What follows belongs to an exercise in optimizing a design on an open flow for a short achievable clock period and few clock cycles per item; a production flow would make more cautious choices. Function was checked by simulation only, so behaviour that the tests miss may differ from the original. Power and IR drop assume default switching activity.

## run.sh

```bash
#!/bin/bash
# synth_recipe.tcl (not shown) runs the flow's synth.tcl, then flattens the netlist and writes it again
# the make line also repeats each setting of config.mk as NAME=value (left out here)
make -C /OpenROAD-flow-scripts/flow DESIGN_CONFIG=/design/flow/config.mk WORK_HOME=/design/flow/orfs CLKGATE_MAP_FILE= SYNTH_SCRIPT=/design/flow/synth_recipe.tcl finish
```

## config.mk

```make
export PLATFORM = sky130hd
export DESIGN_NAME = galley_decoder
export DESIGN_NICKNAME = galley_decoder
export VERILOG_FILES = /design/flow/design.v
export SDC_FILE = /design/flow/constraint.sdc
export NUM_CORES = 4
export LEC_CHECK = 0
export CAP_MARGIN = 20
export CORE_MARGIN = 2
export CORE_UTILIZATION = 40
export PLACE_DENSITY = 0.6
export SLEW_MARGIN = 20
```

## constraint.sdc

```tcl
create_clock -name core_clock -period 8.0 [get_ports {clk}]
set_input_delay 1.6000 -clock core_clock [delete_from_list [all_inputs] [get_ports {clk}]]
set_output_delay 1.6000 -clock core_clock [all_outputs]
set_load 0.01 [all_outputs]
```

## design.v

```verilog
module galley_decoder (
    input  wire        clk,
    input  wire        rst,
    input  wire        start,
    input  wire [1:0]  exp_ratio,
    input  wire [12:0] exp_len,
    output wire        busy,
    input  wire        in_valid,
    input  wire [31:0] in_data,
    output wire        in_ready,
    output wire        wr_en,
    output wire [11:0] wr_addr,
    output wire [7:0]  wr_data,
    output wire        rd_en,
    output wire [11:0] rd_addr,
    input  wire [7:0]  rd_data,
    output reg         done,
    output reg         ok,
    output reg  [2:0]  fail_check,
    output reg  [12:0] len_out
);
    localparam LF = 6;                
    localparam F  = 1 << LF;
    localparam [3:0] P_IDLE  = 4'd0,
                     P_HDR0  = 4'd1,
                     P_HDR1  = 4'd2,
                     P_CHK   = 4'd3,
                     P_TOK   = 4'd4,
                     P_LIT   = 4'd5,
                     P_PAD   = 4'd6,
                     P_DRAIN = 4'd7,
                     P_FIN   = 4'd8;
    reg        busy_r;
    reg [3:0]  pstate;
    reg [1:0]  ratio;
    reg [12:0] elen;
    reg [9:0]  nw_m1;             
    assign busy = busy_r;
    wire accept = start && !busy_r;
    reg [9:0] nw_m1_in;
    always @(*) begin
        case (exp_ratio)
            2'd1:    nw_m1_in = 10'd511;
            2'd2:    nw_m1_in = 10'd767;
            default: nw_m1_in = 10'd895;
        endcase
    end
    reg        in_ready_r;
    reg        more;              
    reg [9:0]  wcnt;
    reg        ir_v;
    reg        ir_trl;
    reg [31:0] ir_w;
    assign in_ready = in_ready_r;
    wire take_in = in_valid && in_ready_r;
    reg [43:0]  fmem [0:F-1];
    reg [LF-1:0] fwp, frp;
    reg [LF:0]   fcnt;
    reg [9:0]    zacc;
    wire ir_zero = (ir_w == 32'd0);
    wire fpush   = ir_v && (!ir_zero || ir_trl);
    reg        h_v;
    reg        h_trl;
    reg        h_zcnz;
    reg [9:0]  h_zc;
    reg [31:0] h_w;
    wire        h_wavail = h_v && (h_zcnz || !h_trl);
    wire [31:0] h_word   = h_zcnz ? 32'd0 : h_w;
    reg [7:0] q [0:7];
    reg [3:0] qcnt;
    reg [11:0] rem;               
    reg [12:0] rlen;              
    reg [11:0] pout;              
    reg [6:0]  litcnt;
    reg [31:0] hw0, hw1;
    reg [2:0]  fcode;
    reg        pad_bad;
    reg [31:0] trl;
    reg [12:0] len;
    reg [23:0] cmem [0:3];
    reg [1:0]  cwp, crp;
    reg [2:0]  ccnt;
    wire       c_full  = ccnt[2];
    wire       c_avail = (ccnt != 3'd0);
    wire [23:0] ch     = cmem[crp];
    reg        s_act;
    reg [11:0] s_src;
    reg [8:0]  s_left;
    reg        s_d1, s_d2;
    reg [11:0] s_out;
    reg        r_v, r_lit, r_d1, r_d2;
    reg [7:0]  r_byte;
    reg [11:0] r_wa;
    reg        rd_en_r;
    reg [11:0] rd_addr_r;
    reg        m_v, m_lit, m_d1, m_d2;
    reg [7:0]  m_byte;
    reg [11:0] m_wa;
    reg        w_v;
    reg [11:0] w_wa;
    reg [7:0]  w_d;
    reg [7:0]  hist1;
    reg [31:0] crc;
    assign wr_en   = w_v;
    assign wr_addr = w_wa;
    assign wr_data = w_d;
    assign rd_en   = rd_en_r;
    assign rd_addr = rd_addr_r;
    wire eng_idle = !c_avail && !s_act && !r_v && !m_v && !w_v;
    function [31:0] crc32c_byte;
        input [31:0] c;
        input [7:0]  d;
        integer k;
        reg [31:0] x;
        begin
            x = c ^ {24'd0, d};
            for (k = 0; k < 8; k = k + 1)
                x = x[0] ? ((x >> 1) ^ 32'h82F63B78) : (x >> 1);
            crc32c_byte = x;
        end
    endfunction
    wire [7:0]  h0 = hw0[7:0];
    wire [7:0]  h1 = hw0[15:8];
    wire [7:0]  h2 = hw0[23:16];
    wire [7:0]  h3 = hw0[31:24];
    wire [7:0]  h4 = hw1[7:0];
    wire [7:0]  h5 = hw1[15:8];
    wire [15:0] hlen = hw1[31:16];
    wire chk1 = (h0 == 8'h59) && (h1 == 8'h47) && (h2 == 8'h01) && (h5 == 8'h00);
    wire chk2 = (h3 == {6'd0, ratio});
    wire chk3 = ((elen == 13'd0) || (hlen == {3'd0, elen})) &&
                (hlen >= 16'd1) && (hlen <= 16'd4096) &&
                (h4[0] == (hlen < 16'd4096)) && (h4[7:1] == 7'd0);
    reg [11:0] rem0;
    always @(*) begin
        case (ratio)
            2'd1:    rem0 = 12'd2036;
            2'd2:    rem0 = 12'd3060;
            default: rem0 = 12'd3572;
        endcase
    end
    wire [7:0]  q0 = q[0];
    wire [7:0]  q1 = q[1];
    wire [7:0]  q2 = q[2];
    wire        t_lit  = !q0[7];
    wire        t_long = (q0[7:4] == 4'hF);
    wire [7:0]  lit_n  = {1'b0, q0[6:0]} + 8'd1;
    wire [11:0] dm1    = {q0[3:0], q1};
    wire [8:0]  m_n    = t_long ? ({1'b0, q2} + 9'd10) : ({6'd0, q0[6:4]} + 9'd3);
    wire [3:0]  t_need = t_long ? 4'd3 : 4'd2;
    wire        fp_lit = ({1'b0, rem} < {6'd0, q0[6:0]} + 13'd2);
    wire        fp_m   = (rem < {10'd0, t_need[1:0]});
    wire        rlen_z = (rlen == 13'd0);
    wire        rem_z  = (rem == 12'd0);
    wire        q_has_need = (qcnt >= t_need);
    wire        q_has_one  = (qcnt != 4'd0);
    wire tok_go = (pstate == P_TOK) && !rlen_z && !rem_z && q_has_need && !c_full;
    wire lit_go = (pstate == P_LIT) && q_has_one && !c_full;
    wire lit_fail = (fp_lit || ({5'd0, lit_n} > rlen));
    wire m_fail   = (fp_m || (dm1 >= pout) || ({4'd0, m_n} > rlen));
    wire [1:0] qc = tok_go ? t_need[1:0] : lit_go ? 2'd1 : 2'd0;
    wire qload_st = (pstate == P_CHK) || (pstate == P_TOK) || (pstate == P_LIT);
    wire qload    = qload_st && (qcnt <= 4'd4) && h_wavail;
    wire [3:0] qp = qcnt - {2'd0, qc};
    reg        cpush;
    reg [23:0] cdata;
    always @(*) begin
        cpush = 1'b0;
        cdata = 24'd0;
        if (tok_go) begin
            if (t_lit) begin
                cpush = !lit_fail;
                cdata = {3'b000, 9'd0, 4'd0, q1};
            end else begin
                cpush = !m_fail;
                cdata = {1'b1, (dm1 == 12'd0), (dm1 == 12'd1), m_n, pout - dm1 - 12'd1};
            end
        end else if (lit_go) begin
            cpush = 1'b1;
            cdata = {3'b000, 9'd0, 4'd0, q0};
        end
    end
    wire hdr_take = ((pstate == P_HDR0) || (pstate == P_HDR1)) && h_wavail;
    wire w_take   = qload || hdr_take;
    wire skip_st  = (pstate == P_PAD) || (pstate == P_DRAIN);
    wire h_pop    = (w_take && !h_zcnz) || (skip_st && h_v);
    wire fpop     = (fcnt != 0) && (!h_v || h_pop);
    wire c_pop = !s_act && c_avail;
    wire s_emit = s_act || c_avail;
    reg qbad;
    integer j;
    always @(*) begin
        qbad = 1'b0;
        for (j = 0; j < 8; j = j + 1)
            if (j < qcnt && q[j] != 8'd0)
                qbad = 1'b1;
    end
    wire [LF:0] fcnt_next = fcnt + {{LF{1'b0}}, fpush} - {{LF{1'b0}}, fpop};
    integer k;
    always @(posedge clk) begin
        done <= 1'b0;
        if (rst) begin
            busy_r     <= 1'b0;
            pstate     <= P_IDLE;
            in_ready_r <= 1'b0;
            more       <= 1'b0;
            ir_v       <= 1'b0;
            fcnt       <= 0;
            fwp        <= 0;
            frp        <= 0;
            zacc       <= 10'd0;
            h_v        <= 1'b0;
            qcnt       <= 4'd0;
            ccnt       <= 3'd0;
            cwp        <= 2'd0;
            crp        <= 2'd0;
            s_act      <= 1'b0;
            r_v        <= 1'b0;
            rd_en_r    <= 1'b0;
            m_v        <= 1'b0;
            w_v        <= 1'b0;
            ok         <= 1'b0;
            fail_check <= 3'd0;
            len_out    <= 13'd0;
        end else begin
            ir_v <= take_in;
            if (take_in) begin
                ir_w   <= in_data;
                ir_trl <= (wcnt == nw_m1);
                wcnt   <= wcnt + 10'd1;
                if (wcnt == nw_m1)
                    more <= 1'b0;
            end
            in_ready_r <= (accept || (busy_r && more && !(take_in && wcnt == nw_m1))) &&
                          ({1'b0, fcnt_next} + {{LF{1'b0}}, take_in} + 1 <= F);
            if (ir_v) begin
                if (fpush) begin
                    fmem[fwp] <= {ir_trl, (zacc != 10'd0), zacc, ir_w};
                    fwp       <= fwp + 1'b1;
                    zacc      <= 10'd0;
                end else begin
                    zacc <= zacc + 10'd1;
                end
            end
            fcnt <= fcnt_next;
            if (fpop) begin
                {h_trl, h_zcnz, h_zc, h_w} <= fmem[frp];
                frp <= frp + 1'b1;
                h_v <= 1'b1;
            end else if (h_pop) begin
                h_v <= 1'b0;
            end else if (w_take && h_zcnz) begin
                h_zc   <= h_zc - 10'd1;
                h_zcnz <= (h_zc != 10'd1);
            end
            for (k = 0; k < 8; k = k + 1) begin
                if (qload && k >= qp && k < qp + 4)
                    q[k] <= h_word[8*(k-qp) +: 8];
                else if (k + qc < 8)
                    q[k] <= q[k + qc];
            end
            qcnt <= qp + (qload ? 4'd4 : 4'd0);
            if (cpush) begin
                cmem[cwp] <= cdata;
                cwp <= cwp + 2'd1;
            end
            if (c_pop)
                crp <= crp + 2'd1;
            ccnt <= ccnt + {2'd0, cpush} - {2'd0, c_pop};
            case (pstate)
                P_IDLE: begin
                    if (start) begin
                        busy_r     <= 1'b1;
                        ratio      <= exp_ratio;
                        elen       <= exp_len;
                        nw_m1      <= nw_m1_in;
                        wcnt       <= 10'd0;
                        more       <= 1'b1;
                        qcnt       <= 4'd0;
                        fcode      <= 3'd0;
                        pad_bad    <= 1'b0;
                        s_out      <= 12'd0;
                        crc        <= 32'hFFFFFFFF;
                        pstate     <= P_HDR0;
                    end
                end
                P_HDR0: if (h_wavail) begin
                    hw0    <= h_word;
                    pstate <= P_HDR1;
                end
                P_HDR1: if (h_wavail) begin
                    hw1    <= h_word;
                    pstate <= P_CHK;
                end
                P_CHK: begin
                    rem  <= rem0;
                    rlen <= hlen[12:0];
                    len  <= hlen[12:0];
                    pout <= 12'd0;
                    if (!chk1) begin
                        fcode  <= 3'd1;
                        pstate <= P_DRAIN;
                    end else if (!chk2) begin
                        fcode  <= 3'd2;
                        pstate <= P_DRAIN;
                    end else if (!chk3) begin
                        fcode  <= 3'd3;
                        pstate <= P_DRAIN;
                    end else begin
                        pstate <= P_TOK;
                    end
                end
                P_TOK: begin
                    if (rlen_z) begin
                        pstate <= P_PAD;
                    end else if (rem_z || (q_has_one && (t_lit ? fp_lit : fp_m))) begin
                        fcode  <= 3'd4;
                        pstate <= P_DRAIN;
                    end else if (tok_go) begin
                        if (t_lit) begin
                            if (lit_fail) begin
                                fcode  <= 3'd4;
                                pstate <= P_DRAIN;
                            end else begin
                                rem    <= rem - {5'd0, q0[6:0]} - 12'd2;
                                rlen   <= rlen - {5'd0, lit_n};
                                pout   <= pout + {4'd0, lit_n};
                                litcnt <= q0[6:0];
                                if (q0[6:0] != 7'd0)
                                    pstate <= P_LIT;
                            end
                        end else begin
                            if (m_fail) begin
                                fcode  <= 3'd4;
                                pstate <= P_DRAIN;
                            end else begin
                                rem  <= rem - {10'd0, t_need[1:0]};
                                rlen <= rlen - {4'd0, m_n};
                                pout <= pout + {3'd0, m_n};
                            end
                        end
                    end
                end
                P_LIT: begin
                    if (lit_go) begin
                        litcnt <= litcnt - 7'd1;
                        if (litcnt == 7'd1)
                            pstate <= P_TOK;
                    end
                end
                P_PAD: begin
                    qcnt <= 4'd0;
                    if (qbad)
                        pad_bad <= 1'b1;
                    if (h_v) begin
                        if (h_trl) begin
                            trl    <= h_w;
                            pstate <= P_FIN;
                        end else begin
                            pad_bad <= 1'b1;
                        end
                    end
                end
                P_DRAIN: begin
                    qcnt <= 4'd0;
                    if (h_v && h_trl)
                        pstate <= P_FIN;
                end
                P_FIN: begin
                    if (eng_idle) begin
                        done   <= 1'b1;
                        busy_r <= 1'b0;
                        pstate <= P_IDLE;
                        if (fcode != 3'd0) begin
                            ok         <= 1'b0;
                            fail_check <= fcode;
                            len_out    <= 13'd0;
                        end else if (pad_bad) begin
                            ok         <= 1'b0;
                            fail_check <= 3'd5;
                            len_out    <= 13'd0;
                        end else if (trl != ~crc) begin
                            ok         <= 1'b0;
                            fail_check <= 3'd6;
                            len_out    <= 13'd0;
                        end else begin
                            ok         <= 1'b1;
                            fail_check <= 3'd0;
                            len_out    <= len;
                        end
                    end
                end
                default: pstate <= P_IDLE;
            endcase
            r_v <= s_emit;
            rd_en_r <= 1'b0;
            if (s_act) begin
                r_lit     <= 1'b0;
                r_d1      <= s_d1;
                r_d2      <= s_d2;
                rd_en_r   <= 1'b1;
                rd_addr_r <= s_src;
                r_wa      <= s_out;
                s_src     <= s_src + 12'd1;
                s_left    <= s_left - 9'd1;
                s_act     <= (s_left != 9'd1);
                s_out     <= s_out + 12'd1;
            end else if (c_avail) begin
                r_lit     <= !ch[23];
                r_d1      <= ch[22];
                r_d2      <= ch[21];
                r_byte    <= ch[7:0];
                rd_en_r   <= ch[23];
                rd_addr_r <= ch[11:0];
                r_wa      <= s_out;
                s_src     <= ch[11:0] + 12'd1;
                s_left    <= ch[20:12] - 9'd1;
                s_d1      <= ch[22];
                s_d2      <= ch[21];
                s_act     <= ch[23];
                s_out     <= s_out + 12'd1;
            end
            m_v    <= r_v;
            m_lit  <= r_lit;
            m_d1   <= r_d1;
            m_d2   <= r_d2;
            m_byte <= r_byte;
            m_wa   <= r_wa;
            w_v    <= m_v;
            if (m_v) begin
                w_wa  <= m_wa;
                hist1 <= w_d;
                w_d   <= m_lit ? m_byte : m_d1 ? w_d : m_d2 ? hist1 : rd_data;
            end
            if (w_v)
                crc <= crc32c_byte(crc, w_d);
        end
    end
endmodule
```

==> impl_metrics.json <==
{
  "clk_pin_slew_ns": 0.06,
  "switching_share_pct": 26.45,
  "setup_slack_ns": 1.798,
  "start_util_pct": 40.23,
  "die_x_um": 594.5,
  "worst-path-max-fanout": 46,
  "setup_viol": 0,
  "p_seq_share_pct": 45.4,
  "drive_gt1_share_pct": 24.43,
  "dr.pass1.iters": 7,
  "finalHoldViolCount": 0,
  "syn_inst": 6843,
  "io_buffers": 112,
  "antenna_left": 0,
  "ios": 113,
  "drv_slew": 0,
  "grt_use_total_pct": 20.84,
  "ctsHoldBuffers": 0,
  "ctsLongestPathBuffers": 4,
  "cts_root_buf": "clkbuf_16",
  "dp_hpwl_um": 222100,
  "placed_cell_area_mm2": 0.1476,
  "fmax_mhz": 161.2,
  "cts_tree": "done",
  "ys_seq_area_share_pct": 74.15,
  "period_needed_ns": 6.202,
  "via_count": 69880,
  "synth_fp_nets": 7043,
  "total_power_w": 0.04627,
  "async_flop_share_pct": 0,
  "nFillCells": 28930,
  "post_cts_buffers": 0,
  "clockPowerShare_pct": 35.5,
  "min_period_over_period_pct": 77.53,
  "status": "timing/DRC/antenna clean",
  "clock_skew_ns": 0.08654,
  "yosysWarningCount": 2,
  "ys_seq_elements": 3471,
  "start_kind": "flip-flop",
  "final_area_mm2": 0.1592,
  "cp-end-kind": "flip-flop",
  "fp.dieH_um": 594.5,
  "gp_congestion": 0.9281,
  "cellPowerDensity_mw_per_mm2": 290.7,
  "hold_class": "flip-flop to flip-flop",
  "netlist_area_mm2": 0.1395,
  "postSynthAreaPerCell_um2": 20.38,
  "slew_headroom_pct": 16.65,
  "p_leak_nw": 48.97,
  "cp.required_ns": 8.54,
  "grt_max_degree": 106,
  "viasPerCell": 5.781,
  "grt_pass1_vias": 70520,
  "arrival_ns": 6.74,
  "htreeDepth": 5,
  "clock_latency_ns": 0.97,
  "grt_pass1_wl_um": 529700,
  "num_rows": 216,
  "cts_buffers": 356,
  "finalWirelength_um": 372400,
  "drtIter0Drc": 8584,
  "synth_edf_count": 3391,
  "worst_slew_pin_slew_ns": 1.237,
  "cts_resized": 0,
  "pre_cts_slack_ns": 1.936,
  "comb_power_share_pct": 19.2,
  "rsz0062_at_grt": "false",
  "critical_path_class": "flip-flop to flip-flop",
  "cts_sinks": 3471,
  "antenna_found_initial": 20,
  "synth_top_flop_cell": "edfxtp_1",
  "drv_cap": 0,
  "drc": 0,
  "nNetsFinal": 7407,
  "die-area_mm2": 0.3534,
  "syn_to_final_growth_pct": 14.11,
  "synth_cell_type_count": 73,
  "core_mm2": 0.3467,
  "setup_tns_ns": 0,
  "p_int_w": 0.03403,
  "grt.overflow.total": 0,
  "p_switching_w": 0.01224,
  "routedWlPerCell_um": 30.80,
  "vdd_drop_max_mv": 0.2264
}
==> metrics by stage <==
step / utilization, % / hold slack (ns) / cells
after CTS: 45.89 / 0.4146 / 12080
final: 45.90 / 0.4144 / 12090
after global routing: 45.90 / 0.4207 / 12080
after global placement: 42.51 / 0.4008 / 11420
after floorplan: - / 0.4003 / 6843
after detailed placement: 42.56 / 0.4045 / 11430
==> cell usage after synthesis, drive strengths merged (7+ instances only) <==
cell     number  area, um^2
mux4        935       21060
a22oi        15       112.6
buf         143       664.4
nor2b        51       319.1
a2111oi       7       61.31
nor3         51       255.2
ha          133        1664
nor2        295        1110
mux2i        84       840.8
a211oi       11       82.58
dfxtp        80        1602
nand4        34       212.7
fa            8       160.2
o32a          7       70.07
xor2        118        1033
xnor2       164        1459
edfxtp     3391      101800
o211ai       30       225.2
o21ai       129       645.6
nand2       276        1036
mux2         46       518.0
or3          13       81.33
nand2b       13       81.33
clkbuf      193       724.4
a21o         18       135.1
a21oi       138       690.7
nand3b       18       135.1
o31ai        13       97.59
nor3b         9       67.56
nor4         54       344.1
and3         15       93.84
or4           8       60.06
inv         135       506.7
and2          9       56.30
a221oi       28       245.2
o22ai        27       168.9
o21a          9       67.56
o21bai       10       75.07
nand3        54       270.3
==> critical path, stage by stage, from the launching register on <==
cell      delay (ns)
dfxtp_1         0.59
nand2b_1        0.24
or3_1           0.13
buf_4           0.41
inv_2           0.27
and2_1          0.23
and2_1          0.16
inv_2           0.06
nor2_1          0.06
nor2_2          0.33
inv_1           0.09
ha_1            0.19
inv_1           0.11
fa_1            0.43
buf_4           0.22
inv_1           0.44
ha_1            0.29
ha_1            0.20
a21oi_1         0.05
a21boi_1        0.68
nor2_1          0.09
nor2_1          0.52
==> final timing paths <==
| check | start | end | slack [ns] | depth (start not counted) |
|---|---|---|---|---|
| setup / recovery | pstate[1]$_SDFFE_PP0P_ | q[2][2]$_DFFE_PP_ | 1.80 | 21 |
| setup reg to reg | pstate[1]$_SDFFE_PP0P_ | q[2][2]$_DFFE_PP_ | 1.80 | 21 |
| hold / removal | r_byte[7]$_DFFE_PP_ | m_byte[7]$_DFFE_PN_ | 0.41 | 0 |
| hold reg to reg | r_byte[7]$_DFFE_PP_ | m_byte[7]$_DFFE_PN_ | 0.41 | 0 |
==> power groups by stage <==
stage	Sequential, W	Combinational (W)	Clock, W
after floorplan	0.0212	0.00634	0
after CTS	0.0210	0.00901	0.0167
after detailed placement	0.0214	0.00897	0
after global routing	0.0210	0.00951	0.0174
after global placement	0.0214	0.00893	0
final	0.0210	0.00886	0.0164
==> cells by family after synthesis <==
kind of cell | count (synthesis) | share of synthesized area (%)
fa+ha+maj | 141 | 1.308
xor+xnor | 282 | 1.787
mux | 1065 | 16.07
buf+inv | 472 | 1.362
flops | 3471 | 74.15
compound gates | 489 | 2.222
simple gates | 923 | 3.099
==> cell type report <==
cell class,count,area (um^2),share of cell area [%]
repair buffers,342,3163,1.987
flip-flops and latches,3471,103500,65.00
multi-input cells,2900,34740,21.83
inverters,136,510.5,0.3207
well taps,4578,5728,3.599
diodes,6,15.01,0.009433
clock inverters,202,1987,1.248
clock buffers,453,9555,6.003
==> layer usage <==
layer	global-route usage [%]	routed length [um]
met1	28.81	152900
met2	34.29	182100
met3	2.891	24930
met4	6.653	12460
met5	0	34
==> state kept, by name (all words and copies together), names as in the netlist, 13 cells and up, named ones only <==
register,cells
hw1,32
h_w,32
elen,13
ir_w,32
hw0,32
cmem,96
rlen,13
crc,32
q,64
len,13
fmem,2816
len_out,13
trl,32
==> layout by cell type (no fill, tap or decap), drive strengths merged, types with 10 or more instances in the layout <==
master,Yosys,final
edfxtp,3391,3391
mux4,935,935
clkbuf,193,453
nor2,295,295
nand2,276,276
buf,143,231
xnor2,164,164
clkinv,1,151
inv,135,148
a21oi,138,138
ha,133,133
o21ai,129,129
xor2,118,118
clkdlybuf4s50,0,111
mux2i,84,84
dfxtp,80,80
nand3,54,54
nor4,54,54
nor2b,51,51
nor3,51,51
mux2,46,46
nand4,34,34
o211ai,30,30
a221oi,28,28
o22ai,27,27
bufinv,0,25
nand3b,18,18
a21o,18,18
a22oi,15,15
and3,15,15
clkinvlp,0,14
nand2b,13,13
or3,13,13
o31ai,13,13
a211oi,11,11
o21bai,10,10
Testbench counts, summed over its fixed seeds: cycles 276,335, galleys 72.

[static timing again, ports no longer ideal]
The flow's constraints put no driver on any port. The routed layout listed below was extracted and timed again, unchanged, in two steps. Step 1 (the two cells are an assumption about what drives the block):
set clk [get_ports {clk}]
set_driving_cell -lib_cell sky130_fd_sc_hd__clkbuf_16 $clk
set_driving_cell -lib_cell sky130_fd_sc_hd__buf_2 [delete_from_list [all_inputs] $clk]
Step 2 times the ports against the registers' clock, not the clock port: input delays grow and output delays shrink by t, the midpoint of the rising clock arrivals with the driver on. Slacks: ideal ports / drivers / drivers and shift; pairs: ideal ports / drivers.
t, ns: 1.011
setup WS [ns]: 1.798 / 1.798 / 1.798
clock arrival spread, ns: 0.109 / 0.108
After both steps setup and hold are still met in this run. The setup slack of this run moves by 0.000 ns with the drivers and by 0.000 ns with both steps.
